Source: an optimization exercise on an open RTL-to-GDS flow (aim: small area). Production flows keep margins and buffers that such runs may drop. RTL that was checked went through simulation tests only; none was proved equivalent to the original. For run 1, only the layout was checked, not whether the RTL still works. Power and IR drop assume default switching activity.

$ cat design/flow/flow/run.sh
#!/bin/bash
# Standard ORFS layout (the standard.sh) with two changes:
#  - the port buffers are the smallest buffer;
#  - the clock tree uses one mid-size clock buffer type and no
#    dummy loads.
set -euo pipefail
bash standard.sh \
  "BUFFER_PORTS_ARGS=-buffer_cell sky130_fd_sc_hd__buf_1" \
  "CTS_ARGS=-sink_clustering_enable -repair_clock_nets -buf_list sky130_fd_sc_hd__clkbuf_8 -dont_use_dummy_load" \
  finish > standard.log 2>&1
$ cat design/flow/standard.sh
#!/bin/bash
# synth_recipe.tcl (not shown) runs the flow's synth.tcl, then flattens the netlist and writes it again
# the make line also repeats each setting of config.mk as NAME=value (left out here)
make -C /OpenROAD-flow-scripts/flow DESIGN_CONFIG=/design/flow/config.mk WORK_HOME=/design/flow/orfs CLKGATE_MAP_FILE= SYNTH_SCRIPT=/design/flow/synth_recipe.tcl "${@:-finish}"
$ cat design/flow/config.mk
export PLATFORM = sky130hd
export DESIGN_NAME = weave_check
export DESIGN_NICKNAME = weave_check
export VERILOG_FILES = /design/flow/design.v
export SDC_FILE = /design/flow/constraint.sdc
export NUM_CORES = 4
export LEC_CHECK = 0
export CAP_MARGIN = 20
export CORE_MARGIN = 2
export CORE_UTILIZATION = 30
export PLACE_DENSITY = 0.45
export SLEW_MARGIN = 20
$ cat design/flow/constraint.sdc
create_clock -name core_clock -period 40.0 [get_ports {clk}]
set_input_delay 8.0000 -clock core_clock [delete_from_list [all_inputs] [get_ports {clk}]]
set_output_delay 8.0000 -clock core_clock [all_outputs]
set_load 0.01 [all_outputs]
$ cat design/flow/design.v
module weave_check (
    input  wire         clk,
    input  wire         rst,
    input  wire         start,
    input  wire [511:0] prog,
    output wire         busy,
    output reg          done,
    output reg  [3:0]   result,
    output reg  [12:0]  unit,
    output reg          half_rate
);
    wire [7:0]  fmt       = prog[7:0];
    wire [3:0]  mode      = prog[11:8];
    wire        msb_first = prog[12];
    wire [2:0]  rsv_b1    = prog[15:13];
    wire [7:0]  esize     = prog[23:16];
    wire [7:0]  streams   = prog[31:24];
    wire [7:0]  nloops    = prog[39:32];
    wire [23:0] rsv_b5    = prog[63:40];
    wire [191:0] rsv_tail = prog[511:320];
    wire [31:0] count [0:3];
    wire [31:0] stride[0:3];
    genvar g;
    generate
        for (g = 0; g < 4; g = g + 1) begin : g_fields
            assign count[g]  = prog[64  + 64*g +: 32];
            assign stride[g] = prog[96  + 64*g +: 32];
        end
    endgenerate
    wire ok1 = (fmt == 8'h01) && (rsv_b1 == 3'd0) && (rsv_b5 == 24'd0) &&
               (rsv_tail == 192'd0);
    wire is_plane = (mode == 4'h2) || (mode == 4'h3);
    wire is_bswap = (mode == 4'h4);
    wire ok2 = (mode <= 4'h4) && (!msb_first || is_plane);
    wire esize_bytes = (esize >= 8'h01) && (esize <= 8'h40);
    wire esize_bits  = (esize == 8'h81) || (esize == 8'h82) || (esize == 8'h84);
    wire streams_ok  = (streams >= 8'd1) && (streams <= 8'd64);
    wire plane_ok = !is_plane || ((esize == 8'h81) && (streams >= 8'd2));
    wire bswap_ok = !is_bswap || ((esize >= 8'h02) && (esize <= 8'h40) &&
                                  (streams == 8'd1) && (nloops == 8'd1));
    wire ok3 = (esize_bytes || esize_bits) && streams_ok && plane_ok && bswap_ok;
    wire       nloops_ok = (nloops >= 8'd1) && (nloops <= 8'd4);
    wire [1:0] ll        = nloops[1:0] - 2'd1;      
    reg [3:0] cnt_ok, hi_ok, zero_ok, z_hi, z_mid, z_lo, c_hi, c_mid;
    reg [2:0] ctd, one, rt, qq, tt;
    reg [12:0] c_r;
    integer l;
    always @(*) begin
        for (l = 0; l < 4; l = l + 1) begin
            c_hi[l]  = (count[l][31:13] == 19'd0);
            c_mid[l] = (count[l][11:1] == 11'd0);
            if (l < ll)      
                cnt_ok[l] = c_hi[l] && (count[l][12] ? (c_mid[l] && !count[l][0]) : !c_mid[l]);
            else             
                cnt_ok[l] = c_hi[l] && !count[l][12] && c_mid[l] && !count[l][0];
            z_hi[l]  = (stride[l][31:25] == 7'd0);
            z_mid[l] = (stride[l][24:13] == 12'd0);
            z_lo[l]  = (stride[l][12:1] == 12'd0);
            hi_ok[l] = (l == ll) || z_hi[l];
            zero_ok[l] = (l <= ll) || (z_mid[l] && z_lo[l] && !stride[l][0]);
        end
        c_r = 13'd0;
        for (l = 0; l < 3; l = l + 1) begin
            ctd[l] = (l < ll);
            one[l] = z_mid[l] && z_lo[l] && stride[l][0];
            rt[l]  = ctd[l] && one[l];
            c_r = c_r | ({13{rt[l]}} & count[l][12:0]);
        end
        for (l = 0; l < 3; l = l + 1) begin
            qq[l] = ctd[l] && !rt[l] && z_mid[l] &&
                    (stride[l][12:0] == c_r);
            tt[l] = ctd[l] && !rt[l] && !qq[l];
        end
    end
    wire one_rt = (rt == 3'b001) || (rt == 3'b010) || (rt == 3'b100);
    wire one_q  = (qq == 3'b001) || (qq == 3'b010) || (qq == 3'b100);
    wire ok4 = nloops_ok && (&cnt_ok) && (&hi_ok) && (&zero_ok) &&
               (ll == 2'd0 || one_rt) && (ll[1] == 1'b0 || one_q);
    wire [3:0] code0 = !ok1 ? 4'h1 : !ok2 ? 4'h2 : !ok3 ? 4'h3 : !ok4 ? 4'h4 : 4'h0;
    wire [3:0] lastl = {ll == 2'd3, ll == 2'd2, ll == 2'd1, ll == 2'd0};
    wire [2:0] sel_y = (ll == 2'd3) ? qq : 3'd0;
    wire [2:0] sel_b = (ll == 2'd3) ? tt : (ll == 2'd2) ? qq : 3'd0;
    wire [2:0] sel_z = sel_b | ((ll == 2'd1) ? rt : 3'd0);
    reg  [31:0] s_last;
    reg  [24:0] rb0;
    reg  [12:0] x0, y0, z0;
    always @(*) begin
        s_last = 32'd0;
        for (l = 0; l < 4; l = l + 1)
            s_last = s_last | ({32{lastl[l]}} & stride[l]);
        rb0 = {24'd0, ~ll[1]};
        x0  = {12'd0, ~ll[1]};
        y0  = {12'd0, ll != 2'd3};
        z0  = {12'd0, ll == 2'd0};
        for (l = 0; l < 3; l = l + 1) begin
            rb0 = rb0 | ({25{sel_b[l]}} & stride[l][24:0]);
            x0  = x0  | ({13{rt[l] & ll[1]}} & count[l][12:0]);
            y0  = y0  | ({13{sel_y[l]}} & count[l][12:0]);
            z0  = z0  | ({13{sel_z[l]}} & count[l][12:0]);
        end
    end
    wire [1:0]  tz     = s_last[0] ? 2'd0 : s_last[1] ? 2'd1 : s_last[2] ? 2'd2 : 2'd3;
    wire [1:0]  tlim   = !esize[7] ? 2'd0 : esize[2] ? 2'd1 : esize[1] ? 2'd2 : 2'd3;
    wire [1:0]  t0     = (tz < tlim) ? tz : tlim;
    reg  [4:0]  cyc;           
    reg  [12:0] xr;            
    reg  [12:0] yr, zr;        
    reg  [24:0] rb;            
    reg  [31:0] rl;            
    reg  [11:0] acc_a, acc_b;  
    reg         ea, eb;        
    reg         bsw;           
    reg  [6:0]  ep;            
    reg  [6:0]  sm;            
    reg  [1:0]  t;
    reg  [5:0]  acc_e, acc_s;  
    reg         ovf;
    assign busy = (cyc != 5'd0);
    wire accept = start && !busy && !rst;
    wire fin    = (cyc == 5'd31);
    reg [12:0] sum_a, sum_b;
    reg        cy, ad, ac;
    integer    j;
    always @(*) begin
        cy = 1'b0;
        for (j = 0; j < 13; j = j + 1) begin
            ad = xr[0] & yr[j];
            ac = (j < 12) ? acc_a[j] : 1'b0;
            sum_a[j] = ac ^ ad ^ cy;
            cy = (ac & ad) | (ac & cy) | (ad & cy);
        end
        cy = 1'b0;
        for (j = 0; j < 13; j = j + 1) begin
            ad = rb[0] & zr[j];
            ac = (j < 12) ? acc_b[j] : 1'b0;
            sum_b[j] = ac ^ ad ^ cy;
            cy = (ac & ad) | (ac & cy) | (ad & cy);
        end
    end
    wire ea_n = ea && (sum_a[0] == rb[0]);
    wire eb_n = eb && (sum_b[0] == rl[0]) &&
                (!fin || ((sum_b[1] == rl[1]) && (sum_b[12:2] == 11'd0)));
    wire       pin   = rl[0];
    wire [6:0] sum_e = {1'b0, acc_e} + (pin ? ep : 7'd0);
    wire       we    = sum_e[0];
    wire [6:0] sum_s = {1'b0, acc_s} + (we ? sm : 7'd0);
    wire       w     = sum_s[0];
    wire       in_win = (cyc <= {3'd0, t} + 5'd13);
    wire       ovf_n = ovf || (w && !in_win) || (pin && cyc >= 5'd17) || (fin && rl[1]);
    wire big = ovf_n || (unit[12] && (unit[11:0] != 12'd0));
    wire [3:0] code_f = (result != 4'h0 && result != 4'h4) ? result :
                        (bsw && !eb_n) ? 4'h3 :
                        (result == 4'h4 || !ea_n || !eb_n) ? 4'h4 :
                        big ? 4'h5 : 4'h0;
    wire ok_f = (code_f == 4'h0);
    always @(posedge clk) begin
        if (rst) begin
            cyc       <= 5'd0;
            done      <= 1'b0;
            result    <= 4'h0;
            unit      <= 13'd0;
            half_rate <= 1'b0;
        end else begin
            done <= fin;
            if (accept) begin
                cyc       <= 5'd1;
                result    <= code0;
                half_rate <= esize[7];
            end else if (busy) begin
                cyc <= fin ? 5'd0 : cyc + 5'd1;
                if (in_win)
                    unit <= {w, unit[12:1]};
                if (fin) begin
                    result    <= code_f;
                    half_rate <= half_rate && ok_f;
                    if (!ok_f)
                        unit <= 13'd0;
                end
            end
        end
    end
    always @(posedge clk) begin
        if (!busy) begin
            xr    <= x0;
            yr    <= y0;
            zr    <= z0;
            rb    <= rb0;
            rl    <= s_last;
            acc_a <= 12'd0;
            acc_b <= 12'd0;
            ea    <= 1'b1;
            eb    <= 1'b1;
            bsw   <= is_bswap;
            ep    <= esize[7] ? 7'd1 : esize[6:0];
            sm    <= streams[6:0];
            t     <= t0;
            acc_e <= 6'd0;
            acc_s <= 6'd0;
            ovf   <= 1'b0;
        end else begin
            xr    <= {1'b0, xr[12:1]};
            rb    <= {1'b0, rb[24:1]};
            rl    <= {1'b0, rl[31:1]};
            acc_a <= sum_a[12:1];
            acc_b <= sum_b[12:1];
            ea    <= ea_n;
            eb    <= eb_n;
            acc_e <= sum_e[6:1];
            acc_s <= sum_s[6:1];
            ovf   <= ovf_n;
        end
    end
endmodule
==> PnR_summary.wiki, run 1 <==
{| class="wikitable"
! Metric !! Value
|-
| Outcome || timing/DRC/antenna clean
|-
| Setup repair after global routing missed its margin || no
|-
| Post-synthesis average cell area || 9.05 um^2
|-
| Synth area leader || sky130_fd_sc_hd__dfxtp_1
|-
| Detailed-router iteration count before antenna repair || 6
|-
| Via count of the first global-routing pass || 11900
|-
| Maximum level of the CTS H-tree || 4
|-
| Crit path capture type || flip-flop
|-
| Post-layout minimum cycle time || 12.90 ns
|-
| CP arrival || 13.11 ns
|-
| Wire length per cell || 26.1 um
|-
| Ports placed on the boundary || 535
|-
| Setup repair bufs after CTS || 0
|-
| IR drop worst, VDD || between 0.02 and 0.03 mV
|-
| Leakage power || 0.00469 uW
|-
| GR Layer Usage met3 || 0.0718
|-
| Most used cell along the critical path || sky130_fd_sc_hd__a2111o_1
|-
| Final routed wirelength across all metal layers || 56.9 mm
|-
| Number of gates resized after CTS || 0
|-
| Critical Path Slowest Stage Cell || sky130_fd_sc_hd__nor3_2
|-
| Port Buffers || 534
|-
| Final cell utilization of the core || 0.375
|-
| Least setup slack across all paths after layout || approximately 27 ns
|-
| Floorplan core area || 0.0363 mm^2
|-
| Synthesized instance count || between 1000 and 1500
|-
| Pre-CTS worst setup slack || 26.63 ns
|-
| Total of endpoints with negative setup slack in the final report || 0
|-
| Remaining DRCs || 0
|-
| Grt peak-use layer || met2
|-
| Final Instance Count excl. Fillers || around 2200
|-
| Worst hold path type || reg2reg
|-
| Max-slew violation count || 0
|-
| Most common cell in the synthesized netlist || sky130_fd_sc_hd__dfxtp_1
|-
| Buffer cell driving the clock tree root || sky130_fd_sc_hd__clkbuf_8
|-
| Number of nets produced by synthesis || 1783
|-
| Final design instance area without fill || 0.0136 mm^2
|-
| Placer's final routability congestion estimate || slightly below 1
|-
| Top post-synthesis cells by area || sky130_fd_sc_hd__dfxtp_1 (24%), sky130_fd_sc_hd__edfxtp_1 (12%), sky130_fd_sc_hd__nor4_1 (7.2%)
|-
| Count of clock tree sinks || between 150 and 200
|-
| Fin nets || 2283
|-
| Met2 usage in global routing || 0.446
|-
| CTS tree || done
|-
| Worst-Margin Slew || 1.11 ns
|-
| Number of antenna violations at the first check in global routing || 17
|-
| Post-synthesis async set-or-reset flop share || 0
|-
| Req. time, crit path || between 40 and 50 ns
|-
| Ratio of cells with drive above 1 in the final layout || 0.0363
|-
| Total count of hold-check failures in the final report || 0
|-
| Post-CTS clock slew at the launch and capture registers of the worst setup and hold paths || between 0.1 and 0.15 ns
|-
| Initial core utilization || 0.302
|-
| Die footprint || 0.0381 mm^2
|-
| Overall Global Routing Usage || 0.293
|-
| Post-synthesis sequential area ratio || 0.360
|-
| Via-to-Cell Ratio || 5.67
|-
| Worst-path maximum fanout || 16
|-
| Maximum clock skew at final layout || 0.0341 ns
|-
| Drt first-iter violations || 1121
|-
| Distinct cell type count after synthesis || 70
|-
| Post-Syn Area || 0.0110 mm^2
|-
| Count of hold-fix buffers inserted at cts || 0
|-
| Cells traversed along the worst timing path || buf_1 > nor4_1 > nand3_1 > nor3_2 > a222oi_1 > xnor2_1 > a2111o_1 > nor4_4 > mux2_4 > a21o_1 > a2111o_1
|-
| Area growth from synthesis to final layout || 24.3%
|-
| Most frequent cells after synthesis || sky130_fd_sc_hd__dfxtp_1 (133), sky130_fd_sc_hd__nor4_1 (127), sky130_fd_sc_hd__nor2_1 (111), sky130_fd_sc_hd__a22oi_1 (77), sky130_fd_sc_hd__and2_1 (57)
|-
| Yosys warning count || 1
|-
| Number of synthesized flops with an enable pin || 43
|-
| Met1 usage in global routing || 0.425
|-
| Cell row count || 70
|-
| Cell count after placement || 2161
|-
| Peak per-stage delay on the critical path || 0.94 ns
|-
| First-pass GRT wire length || 81.0 mm
|-
| Count of antenna-violating nets left after detailed routing || 0
|-
| Max-capacitance violation count || 0
|-
| Register bit count reported by yosys || 176
|-
| Number of buffers added by the clock tree synthesis step || 17
|-
| Setup TNS || 0 ns
|-
| Synth Flop Type || sky130_fd_sc_hd__dfxtp_1
|-
| Tightest slew margin relative to the limit || 0.258
|-
| Die Span Y || 195 um
|-
| Clock latency on the worst-skew pair || 0.48 ns
|-
| Vias || 12400
|-
| Fmax || 0.0775 GHz
|-
| Power density over cell area || 40.1 mW/mm^2
|-
| Startpoint type of the worst setup path || primary input
|-
| Placement-stage cell area || about 0.013 mm^2
|-
| Pin count of the biggest net entering global routing || between 100 and 150
|-
| HPWL Detailed || 47.2 mm
|-
| Post-route fraction of the period consumed by the critical path || 0.323
|-
| Fraction of post-synthesis cell area in the top cell type by area || 0.243
|-
| Path type of the worst setup path || in2reg
|-
| Clock Tree Buf Depth || 2
|-
| Die width || 195 um
|-
| Sum of overflow across all layers after global routing || 0
|}
## cells in the final DEF, fill, tap and decap left out, drive strengths merged, types with 25 or more instances in the layout
master,instances
buf,547
dfxtp,133
nor4,130
nor2,112
a22oi,77
and2,57
nand2,53
inv,46
edfxtp,43
nor3,36
a21oi,32
ha,32
nand4,32
xnor2,31
a31oi,31
nand3,30
a221oi,29
xor2,25
## sequential cells by signal, summed over array words and instances (netlist names)
name       flops
rl            32
rb            25
unit          13
xr            13
yr            13
zr            13
acc_a         12
acc_b         12
ep             7
sm             7
acc_e          6
acc_s          6
cyc            5
result         4
t              2
bsw            1
done           1
ea             1
eb             1
half_rate      1
ovf            1
## final cells by class
class / count / area, um^2
diodes: 6 / 15.0
clock buffers: 17 / 234
fillers: 3870 / 22700
inverters: 47 / 176
multi-input cells: 923 / 6580
flip-flops and latches: 176 / 3950
well taps: 468 / 586
repair buffers: 547 / 2100
## logic make-up (layout without fill, tap and decap cells)
group | Yosys count | in the layout | synth area share
and+or+nand+nor | 510 | 510 | 0.262
AOI/OAI and AO/OA | 294 | 294 | 0.203
DFF | 176 | 176 | 0.360
buffers and inverters | 113 | 611 | 0.0425
adders and majority gates | 57 | 57 | 0.0812
xor gates and xnor gates | 56 | 56 | 0.0447
muxes | 6 | 6 | 0.00627
other | 0 | 6 | 0
## report_power, final
| group | switching [uW] | total [uW] | internal (uW) |
|---|---|---|---|
| Clock | 60.2 | 97.9 | 37.7 |
| Combinational | 118 | 190 | 72.6 |
| Sequential | 21.6 | 259 | 237 |
| Total | 200 | 547 | 348 |
## path summary, 6_finish.rpt
path                                end  cells past startpoint  slack, ns      start
worst min register to register    xr[0]                      2       0.43      xr[1]
worst min-delay path              xr[0]                      2       0.43      xr[1]
worst max register to register  unit[0]                     26      32.39      rb[0]
worst max-delay path              zr[0]                     11      27.10  prog[243]
## metal layers
metal,vias up,share of wire
met5,-,0.0018
met4,14,0.012
met3,56,0.096
met2,653,0.43
met1,5984,0.46
li1,5669,-
## worst max-delay path: cells and delay by family
family	cells	cell delay, ns
compound gates	4	1.67
xor+xnor	1	0.23
buf+inv	1	0.11
mux	1	0.46
simple gates	4	2.62
## through the flow
stage	hold slack, ns	total power [uW]
2_1_floorplan	0.392	376
3_3_place_gp	0.402	453
3_5_place_dp	0.403	453
4_1_cts	0.430	552
5_1_grt	0.439	587
6_report	0.427	547
==> run 2, diff against run 1 <==
--- a/design/flow/design.v
+++ b/design/flow/design.v
@@ -41,33 +41,29 @@
     wire ok3 = (esize_bytes || esize_bits) && streams_ok && plane_ok && bswap_ok;
     wire       nloops_ok = (nloops >= 8'd1) && (nloops <= 8'd4);
     wire [1:0] ll        = nloops[1:0] - 2'd1;      
-    reg [3:0] cnt_ok, hi_ok, zero_ok, z_hi, z_mid, z_lo, c_hi, c_mid;
+    reg [3:0] cnt_ok, hi_ok, zero_ok;
     reg [2:0] ctd, one, rt, qq, tt;
     reg [12:0] c_r;
     integer l;
     always @(*) begin
         for (l = 0; l < 4; l = l + 1) begin
-            c_hi[l]  = (count[l][31:13] == 19'd0);
-            c_mid[l] = (count[l][11:1] == 11'd0);
-            if (l < ll)      
-                cnt_ok[l] = c_hi[l] && (count[l][12] ? (c_mid[l] && !count[l][0]) : !c_mid[l]);
-            else             
-                cnt_ok[l] = c_hi[l] && !count[l][12] && c_mid[l] && !count[l][0];
-            z_hi[l]  = (stride[l][31:25] == 7'd0);
-            z_mid[l] = (stride[l][24:13] == 12'd0);
-            z_lo[l]  = (stride[l][12:1] == 12'd0);
-            hi_ok[l] = (l == ll) || z_hi[l];
-            zero_ok[l] = (l <= ll) || (z_mid[l] && z_lo[l] && !stride[l][0]);
+            if (l < ll)
+                cnt_ok[l] = (count[l][31:13] == 19'd0) && (count[l][12:1] != 12'd0) &&
+                            (!count[l][12] || (count[l][11:0] == 12'd0));
+            else
+                cnt_ok[l] = (count[l] == 32'd0);
+            hi_ok[l] = (l == ll) || (stride[l][31:25] == 7'd0);
+            zero_ok[l] = (l <= ll) || (stride[l][24:0] == 25'd0);
         end
         c_r = 13'd0;
         for (l = 0; l < 3; l = l + 1) begin
             ctd[l] = (l < ll);
-            one[l] = z_mid[l] && z_lo[l] && stride[l][0];
+            one[l] = (stride[l][24:1] == 24'd0) && stride[l][0];
             rt[l]  = ctd[l] && one[l];
             c_r = c_r | ({13{rt[l]}} & count[l][12:0]);
         end
         for (l = 0; l < 3; l = l + 1) begin
-            qq[l] = ctd[l] && !rt[l] && z_mid[l] &&
+            qq[l] = ctd[l] && !rt[l] && (stride[l][24:13] == 12'd0) &&
                     (stride[l][12:0] == c_r);
             tt[l] = ctd[l] && !rt[l] && !qq[l];
         end
==> run 2 against run 1 <==
Non-clock buffer count decreased by 4. Die area increased by 2.0%. Power decreased by 1.4%. Core utilization increased by 0.12 points. Critical endpoint is now zr[7]. Largest cell class unchanged. Critical path type unchanged. Sequential power decreased by 2%. Register-to-register slack got worse by 0.04 ns. Synthesized cell count increased by 3.6%. Clock skew decreased by 0.00094 ns. Critical path depth unchanged. First-iteration DRC count decreased by 18%. Fmax increased by 6.1%. Clock power increased by 2%.
==> PnR_summary.wiki, run 2 <==
{| class="wikitable"
! Metric !! Value
|-
| Start point of the critical path || prog[237]
|-
| Leakage power || 0.00475 uW (+1.1%)
|-
| Worst-path maximum fanout || 13 (-3)
|-
| Ports placed on the boundary || 535 (unchanged)
|-
| Largest register by flop count || rl
|-
| CTS tree || done
|-
| Registers with the most flip-flops || rl: 32 flops, rb: 25 flops
|-
| Pre-CTS worst setup slack || 27.41 ns (+0.781 ns)
|-
| Drt first-iter violations || 919 (-18%)
|-
| Most frequent cells in the layout || sky130_fd_sc_hd__buf_1 (534), sky130_fd_sc_hd__dfxtp_1 (133), sky130_fd_sc_hd__nor4_1 (121)
|-
| Reg2Reg Depth || 24 (-7.7%)
|-
| Fmax || 0.0822 GHz (+6.1%)
|-
| Vias || 12500 (+0.83%)
|-
| Remaining DRCs || 0 (unchanged)
|-
| Number of buffers added by the clock tree synthesis step || 17 (unchanged)
|-
| Ratio of cells with drive above 1 in the final layout || 0.0360 (-0.000216)
|-
| Post-synthesis average cell area || 8.91 um^2 (-1.6%)
|-
| Max-slew violation count || 0 (unchanged)
|-
| Startpoint type of the worst setup path || primary input
|-
| Clock Tree Buf Depth || 2 (unchanged)
|-
| Synth Flop Type || sky130_fd_sc_hd__dfxtp_1
|-
| Area growth from synthesis to final layout || 23.5%
|-
| Via-to-Cell Ratio || 5.61 (-0.94%)
|-
| Worst-Margin Slew || 1.11 ns (-0.00782 ns)
|-
| Count of hold-fix buffers inserted at cts || 0 (unchanged)
|-
| Placer's final routability congestion estimate || 0.923 (-5.6%)
|-
| Total of endpoints with negative setup slack in the final report || 0 (unchanged)
|-
| Buffer cell driving the clock tree root || sky130_fd_sc_hd__clkbuf_8
|-
| Register-to-register setup slack || 32.35 ns (-0.04 ns)
|-
| Distinct cell type count after synthesis || 69 (-1.4%)
|-
| Initial core utilization || 0.305 (+0.00315)
|-
| HPWL Detailed || 42.5 mm (-9.9%)
|-
| Number of synthesized flops with an enable pin || 43 (unchanged)
|-
| Setup repair bufs after CTS || 0 (unchanged)
|-
| Most frequent cells after synthesis || sky130_fd_sc_hd__dfxtp_1 (133), sky130_fd_sc_hd__nor4_1 (121), sky130_fd_sc_hd__nor2_1 (91), sky130_fd_sc_hd__nand2_1 (80), sky130_fd_sc_hd__a22oi_1 (65)
|-
| Least setup slack across all paths after layout || 27.83 ns (+0.737 ns)
|-
| Die width || 197 um (+0.98%)
|-
| Clock latency on the worst-skew pair || 0.48 ns (about the same)
|-
| End of the worst register-to-register path || half_rate
|-
| Commonest non-fill, non-tap cell in the layout || sky130_fd_sc_hd__buf_1
|-
| Met2 usage in global routing || 0.496 (+0.0502)
|-
| Wire length per cell || 24.3 um (-6.7%)
|-
| Launch instance of the worst register-to-register path || rb[0]
|-
| Count of antenna-violating nets left after detailed routing || 0 (unchanged)
|-
| Setup TNS || 0 ns (unchanged)
|-
| Outcome || timing/DRC/antenna clean
|-
| Power density over cell area || 39.0 mW/mm^2 (-2.7%)
|-
| Floorplan core area || 0.0367 mm^2 (+0.96%)
|-
| Fraction of post-synthesis cell area in the top cell type by area || 0.238 (-0.00480)
|-
| GR Layer Usage met3 || 0.0435 (-0.0283)
|-
| Worst hold-check slack || 0.430 ns (+0.00366 ns)
|-
| Number of antenna violations at the first check in global routing || 11 (-6)
|-
| Grt peak-use layer || met2
|-
| Sum of overflow across all layers after global routing || 0 (unchanged)
|-
| Overall Global Routing Usage || 0.273 (-0.0201)
|-
| Path type of the worst setup path || in2reg
|-
| Number of gates resized after CTS || 0 (unchanged)
|-
| Met1 usage in global routing || 0.322 (-0.103)
|-
| IR drop worst, VDD || 0.0288 mV (-2.9%)
|-
| Die Span Y || 197 um (+0.98%)
|-
| Detailed-router iteration count before antenna repair || 5 (-1)
|-
| Count of clock tree sinks || 176 (unchanged)
|-
| Total count of hold-check failures in the final report || 0 (unchanged)
|-
| Post-layout minimum cycle time || 12.17 ns (-0.737 ns)
|-
| Top post-synthesis cells by area || sky130_fd_sc_hd__dfxtp_1 (24%), sky130_fd_sc_hd__edfxtp_1 (12%), sky130_fd_sc_hd__nor4_1 (6.8%)
|-
| Die footprint || 0.0389 mm^2 (+2.0%)
|-
| Via count of the first global-routing pass || 12300 (+2.6%)
|-
| Crit path capture type || flip-flop
|-
| Pin count of the biggest net entering global routing || 102 (-1.9%)
|-
| Number of nets produced by synthesis || 1827 (+2.5%)
|-
| Fin nets || 2321 (+1.7%)
|-
| Synthesized instance count || 1256 (+3.6%)
|-
| Post-route fraction of the period consumed by the critical path || 0.304 (-0.0184)
|-
| Maximum clock skew at final layout || 0.0332 ns (-0.000941 ns)
|-
| Setup repair after global routing missed its margin || no
|-
| Post-synthesis async set-or-reset flop share || 0 (unchanged)
|-
| Termination of the worst setup path || zr[7]
|-
| Most common cell in the synthesized netlist || sky130_fd_sc_hd__dfxtp_1
|-
| Port Buffers || 534 (unchanged)
|-
| Post-synthesis sequential area ratio || 0.353 (-0.00713)
|-
| Req. time, crit path || 40.33 ns (+0.13 ns)
|-
| Max-capacitance violation count || 0 (unchanged)
|-
| CP arrival || 12.49 ns (-0.62 ns)
|-
| Post-CTS clock slew at the launch and capture registers of the worst setup and hold paths || 0.08 ns (-0.03 ns)
|-
| Flip-flop count of the largest register after layout || 32 (unchanged)
|-
| Cell row count || 70 (unchanged)
|-
| Post-Syn Area || 0.0112 mm^2 (+2.0%)
|-
| Worst hold path type || reg2reg
|-
| Final routed wirelength across all metal layers || 54.1 mm (-5.0%)
|-
| Tightest slew margin relative to the limit || 0.259 (+0.00120)
|-
| First-pass GRT wire length || 77.8 mm (-3.9%)
|-
| Register bit count reported by yosys || 176 (unchanged)
|-
| Yosys warning count || 1 (unchanged)
|-
| Maximum level of the CTS H-tree || 4 (unchanged)
|-
| Synth area leader || sky130_fd_sc_hd__dfxtp_1
|}
## run 2: cell count changes after synthesis, sizes merged, moves of 8 or more
cell	previous run	this run
o211ai	13	1
nor3	36	27
and2	57	67
o21ai	15	27
nor2	112	91
nand2	53	80
a21oi	32	63
or3	3	11
a22oi	77	65
a222oi	11	21
o2bb2ai	24	0
## run 2: worst min-delay path by stage
| stage | start | endpoint | cells past startpoint | slack, ns |
|---|---|---|---|---|
| finish | xr[9] | xr[8] | 2 | 0.43 |
| global route | xr[5] | xr[4] | 1 | 0.45 |
| CTS | xr[5] | xr[4] | 1 | 0.43 |
| detailed placement | xr[9] | xr[8] | 2 | 0.41 |
| global placement | xr[9] | xr[8] | 2 | 0.40 |
| floorplan | xr[9] | xr[8] | 2 | 0.39 |
## run 2: report_power, final
group          switching (uW)  internal (uW)  total [uW]
Combinational             115           70.6         185
Clock                    61.8           37.7        99.4
Sequential               20.8            234         255
Total                     197            342         539
## run 2: critical path: stages
cell                       delay [ns]
sky130_fd_sc_hd__buf_1           0.12
sky130_fd_sc_hd__nor4_1          0.47
sky130_fd_sc_hd__nand3_1         0.58
sky130_fd_sc_hd__nor3_2          0.85
sky130_fd_sc_hd__a222oi_1        0.38
sky130_fd_sc_hd__xor2_1          0.22
sky130_fd_sc_hd__nand4_1         0.15
sky130_fd_sc_hd__nor4_4          0.52
sky130_fd_sc_hd__mux2i_1         0.82
sky130_fd_sc_hd__and2_0          0.23
sky130_fd_sc_hd__a221o_1         0.13
## run 2: cell type report
class	count	area (um^2)
Sequential cell	176	3950
Fill cell	3902	22900
Timing Repair Buffer	543	2070
Clock buffer	17	234
Antenna cell	7	17.5
Multi-Input combinational cell	966	6790
Tap cell	468	586
Inverter	46	173
## run 2: routing by layer
metal	vias to the layer above	part of all wire	routed length, um
met4	6	0.029	1580
met1	5942	0.39	21300
met5	-	0.00076	41
met2	649	0.51	27700
met3	84	0.064	3450
li1	5798	-	-
## run 2: stage by stage
step / utilization / power, uW / cell area [um^2] / std cells
3_3_place_gp: 0.370 / 443 / 13600 / 2199
5_1_grt: 0.377 / 579 / 13800 / 2223
6_report: 0.377 / 539 / 13800 / 2223
3_5_place_dp: 0.370 / 444 / 13600 / 2199
2_1_floorplan: - / 369 / 11200 / 1256
4_1_cts: 0.376 / 545 / 13800 / 2216
## run 2: cell families after synthesis
group | synth area share
fa+ha+maj | 0.0787
buf+inv | 0.0427
xor+xnor | 0.0391
compound gates | 0.191
flops | 0.353
mux | 0.00771
simple gates | 0.287

-- static timing again, ports no longer ideal --
The flow's constraints put no driver on any port. The routed layouts listed below were extracted and timed again, unchanged, in two steps.
Step 1 sets driving cells, clkbuf_16 on the clock port and buf_2 on the other inputs (assumed; they add their load-dependent delay and slew).
Step 2 also shifts input and output timing later by t, the mid clock arrival at the registers, as if the neighbouring blocks saw the same clock.
Three values: ideal, step 1, step 2; two values: the first two.
run | t (ns) | setup slack, ns | worst data-port slew with drivers (ns)
run 1 | 0.516 | 27.096 / 27.123 / 26.608 | 0.23
run 2 | 0.517 | 27.833 / 27.861 / 27.344 | 0.15
After both steps setup and hold are still met in every run listed. The setup slack of run 2, which loses most, moves by +0.028 ns with the drivers and by -0.489 ns with both steps.
